What follows belongs to an exercise in optimizing a design on an open flow for small area, a short achievable clock period and few clock cycles per item; a production flow would make more cautious choices. Where RTL was checked, it was by simulation tests only, not by an equivalence proof against the original. Power figures rest on the tool's default switching activity, not on a simulated workload.

==> module bk_add, before the edit <==
module bk_add #(parameter W = 8) (
    input  wire [W-1:0] a,
    input  wire [W-1:0] b,
    input  wire         ci,
    output wire [W-1:0] s
);
    localparam L = $clog2(W);
    wire [W-1:0] p0 = a ^ b;
    wire [W-1:0] g0 = a & b;
    wire [W-1:0] gl [0:2*L];
    wire [W-1:0] pl [0:2*L];
    assign gl[0] = {g0[W-1:1], g0[0] | (p0[0] & ci)};
    assign pl[0] = p0;
    genvar lv, i;
    generate
        for (lv = 0; lv < L; lv = lv + 1) begin : up
            for (i = 0; i < W; i = i + 1) begin : bx
                if ((i % (2 << lv)) == ((2 << lv) - 1) && i >= (1 << lv)) begin : op
                    assign gl[lv+1][i] = gl[lv][i] | (pl[lv][i] & gl[lv][i-(1<<lv)]);
                    assign pl[lv+1][i] = pl[lv][i] & pl[lv][i-(1<<lv)];
                end else begin : pass
                    assign gl[lv+1][i] = gl[lv][i];
                    assign pl[lv+1][i] = pl[lv][i];
                end
            end
        end
        for (lv = L - 2; lv >= 0; lv = lv - 1) begin : dn
            for (i = 0; i < W; i = i + 1) begin : bx
                if ((i % (2 << lv)) == ((3 << lv) - 1) % (2 << lv) && i >= (3 << lv) - 1) begin : op
                    assign gl[2*L-1-lv][i] = gl[2*L-2-lv][i] | (pl[2*L-2-lv][i] & gl[2*L-2-lv][i-(1<<lv)]);
                    assign pl[2*L-1-lv][i] = pl[2*L-2-lv][i] & pl[2*L-2-lv][i-(1<<lv)];
                end else begin : pass
                    assign gl[2*L-1-lv][i] = gl[2*L-2-lv][i];
                    assign pl[2*L-1-lv][i] = pl[2*L-2-lv][i];
                end
            end
        end
    endgenerate
    wire [W-1:0] gc = gl[2*L-1];
    assign s = p0 ^ {gc[W-2:0], ci};
endmodule
make LEC_CHECK=0 CAP_MARGIN=20 CORE_MARGIN=2 CORE_UTILIZATION=50 PLACE_DENSITY=0.65 SETUP_SLACK_MARGIN=5 SLEW_MARGIN=20 finish   # period 10.0 ns
run.sh (not shown) runs the stock make flow with config.mk's settings and CLKGATE_MAP_FILE= SYNTH_SCRIPT=/design/flow/synth_recipe.tcl, a recipe that flattens the netlist after the stock synthesis.
Rerun with:
--- a/flow/design.v
+++ b/flow/design.v
@@ -1,13 +1,14 @@
 module bk_add #(parameter W = 8) (
     input  wire [W-1:0] a,
     input  wire [W-1:0] b,
     input  wire         ci,
     output wire [W-1:0] s
 );
-    localparam L = $clog2(W);
+    localparam L = (W <= 2) ? 1 : (W <= 4) ? 2 : (W <= 8) ? 3 : (W <= 16) ? 4 :
+                   (W <= 32) ? 5 : (W <= 64) ? 6 : (W <= 128) ? 7 : 8;
     wire [W-1:0] p0 = a ^ b;
     wire [W-1:0] g0 = a & b;
     wire [W-1:0] gl [0:2*L];
     wire [W-1:0] pl [0:2*L];
     assign gl[0] = {g0[W-1:1], g0[0] | (p0[0] & ci)};
     assign pl[0] = p0;
Outcome: The new run ran to the end with no violations. Utilization is unchanged. Cell count does not change. Hold slack does not change. Clock power is about the same. Routed wire length does not change. Combinational power barely changes. Critical path depth stays the same. Total power is unchanged. Area after synthesis does not change. Worst setup slack is unchanged.
Testbench counts after the change, summed over its fixed seeds: cycles 13,160, items 192.
No functional check of the RTL was part of the first run of this note.

========
## north
Another version of the RTL of gate_fit (not shown whole).
Size in the first run: about 8500 cells after synthesis, roughly 1500 flip-flops, roughly 420 I/O pins, roughly 79000 um^2 of cells after synthesis.
==> module bk_add, before the edit <==
module bk_add #(parameter W = 8) (
    input  wire [W-1:0] a,
    input  wire [W-1:0] b,
    input  wire         ci,
    output wire [W-1:0] s
);
    localparam L = (W <= 2) ? 1 : (W <= 4) ? 2 : (W <= 8) ? 3 : (W <= 16) ? 4 :
                   (W <= 32) ? 5 : (W <= 64) ? 6 : (W <= 128) ? 7 : 8;
    wire [W-1:0] p0 = a ^ b;
    wire [W-1:0] g0 = a & b;
    wire [W-1:0] gl [0:L];
    wire [W-1:0] pl [0:L];
    assign gl[0] = {g0[W-1:1], g0[0] | (p0[0] & ci)};
    assign pl[0] = p0;
    genvar lv, i;
    generate
        for (lv = 0; lv < L; lv = lv + 1) begin : lvl
            for (i = 0; i < W; i = i + 1) begin : bx
                if (((i >> lv) & 1) == 1) begin : op
                    assign gl[lv+1][i] = gl[lv][i] | (pl[lv][i] & gl[lv][((i >> lv) << lv) - 1]);
                    assign pl[lv+1][i] = pl[lv][i] & pl[lv][((i >> lv) << lv) - 1];
                end else begin : pass
                    assign gl[lv+1][i] = gl[lv][i];
                    assign pl[lv+1][i] = pl[lv][i];
                end
            end
        end
    endgenerate
    wire [W-1:0] gc = gl[L];
    assign s = p0 ^ {gc[W-2:0], ci};
endmodule
Settings: LEC_CHECK=0, CAP_MARGIN=20, CORE_MARGIN=2, CORE_UTILIZATION=50, PLACE_DENSITY=0.65, SETUP_SLACK_MARGIN=5, SLEW_MARGIN=20; clock period 10.0 ns.
Setup changes, north to south
--- a/flow/design.v
+++ b/flow/design.v
@@ -6,29 +6,40 @@
 );
     localparam L = (W <= 2) ? 1 : (W <= 4) ? 2 : (W <= 8) ? 3 : (W <= 16) ? 4 :
                    (W <= 32) ? 5 : (W <= 64) ? 6 : (W <= 128) ? 7 : 8;
     wire [W-1:0] p0 = a ^ b;
     wire [W-1:0] g0 = a & b;
-    wire [W-1:0] gl [0:L];
-    wire [W-1:0] pl [0:L];
+    wire [W-1:0] gl [0:2*L];
+    wire [W-1:0] pl [0:2*L];
     assign gl[0] = {g0[W-1:1], g0[0] | (p0[0] & ci)};
     assign pl[0] = p0;
     genvar lv, i;
     generate
-        for (lv = 0; lv < L; lv = lv + 1) begin : lvl
+        for (lv = 0; lv < L; lv = lv + 1) begin : up
             for (i = 0; i < W; i = i + 1) begin : bx
-                if (((i >> lv) & 1) == 1) begin : op
-                    assign gl[lv+1][i] = gl[lv][i] | (pl[lv][i] & gl[lv][((i >> lv) << lv) - 1]);
-                    assign pl[lv+1][i] = pl[lv][i] & pl[lv][((i >> lv) << lv) - 1];
+                if ((i % (2 << lv)) == ((2 << lv) - 1) && i >= (1 << lv)) begin : op
+                    assign gl[lv+1][i] = gl[lv][i] | (pl[lv][i] & gl[lv][i-(1<<lv)]);
+                    assign pl[lv+1][i] = pl[lv][i] & pl[lv][i-(1<<lv)];
                 end else begin : pass
                     assign gl[lv+1][i] = gl[lv][i];
                     assign pl[lv+1][i] = pl[lv][i];
                 end
             end
         end
+        for (lv = L - 2; lv >= 0; lv = lv - 1) begin : dn
+            for (i = 0; i < W; i = i + 1) begin : bx
+                if ((i % (2 << lv)) == ((3 << lv) - 1) % (2 << lv) && i >= (3 << lv) - 1) begin : op
+                    assign gl[2*L-1-lv][i] = gl[2*L-2-lv][i] | (pl[2*L-2-lv][i] & gl[2*L-2-lv][i-(1<<lv)]);
+                    assign pl[2*L-1-lv][i] = pl[2*L-2-lv][i] & pl[2*L-2-lv][i-(1<<lv)];
+                end else begin : pass
+                    assign gl[2*L-1-lv][i] = gl[2*L-2-lv][i];
+                    assign pl[2*L-1-lv][i] = pl[2*L-2-lv][i];
+                end
+            end
+        end
     endgenerate
-    wire [W-1:0] gc = gl[L];
+    wire [W-1:0] gc = gl[2*L-1];
     assign s = p0 ^ {gc[W-2:0], ci};
 endmodule
 module gate_fit (
     input  wire         clk,
     input  wire         rst,
Results
Die area, north and south: higher on south
south vs north: proportion of layout cells with a drive suffix above 1 up in south
south reports its capturing element of the worst setup path as xf[92] while north reports xf[79].
Utilization, north and south: lower on north
Higher sequential share of layout area among north and south: north
Reported for north and south, number of hold buffers added after CTS turned out identical to the last digit.
Between south and north, it is south whose share of the clock period used by the worst path after layout is higher, by 0.41 points.
Function was not checked in any run of this note: the RTL went through the layout flow alone.

[port drivers added, routing unchanged]
The flow's constraints put no driver on any port. The routed layouts listed below were extracted and timed again, unchanged, in two steps. Step 1 (the two cells are an assumption about what drives the block):
set clk [get_ports {clk}]
set_driving_cell -lib_cell sky130_fd_sc_hd__clkbuf_16 $clk
set_driving_cell -lib_cell sky130_fd_sc_hd__buf_2 [delete_from_list [all_inputs] $clk]
Step 2 moves the port delays by t, midway between the first and last clock arrival at a register: inputs arrive t later, outputs are due t later. That takes back most of the time a late clock gives input paths. Three values: ideal, step 1, step 2; two values: the first two.
run | t, ns | setup slack, ns | cell pins on the clock port's net
the first run of note 1 | 0.909 | 5.095 / 5.095 / 4.579 | 1
the second run of note 1 | 0.909 | 5.095 / 5.095 / 4.579 | 1
north | 0.874 | 5.067 / 5.067 / 4.438 | 1
south | 0.903 | 5.026 / 5.026 / 4.527 | 1
After both steps every run listed still meets setup and hold. For north, which loses most, drivers alone change the setup slack by 0.000 ns; drivers and shift together by -0.629 ns.
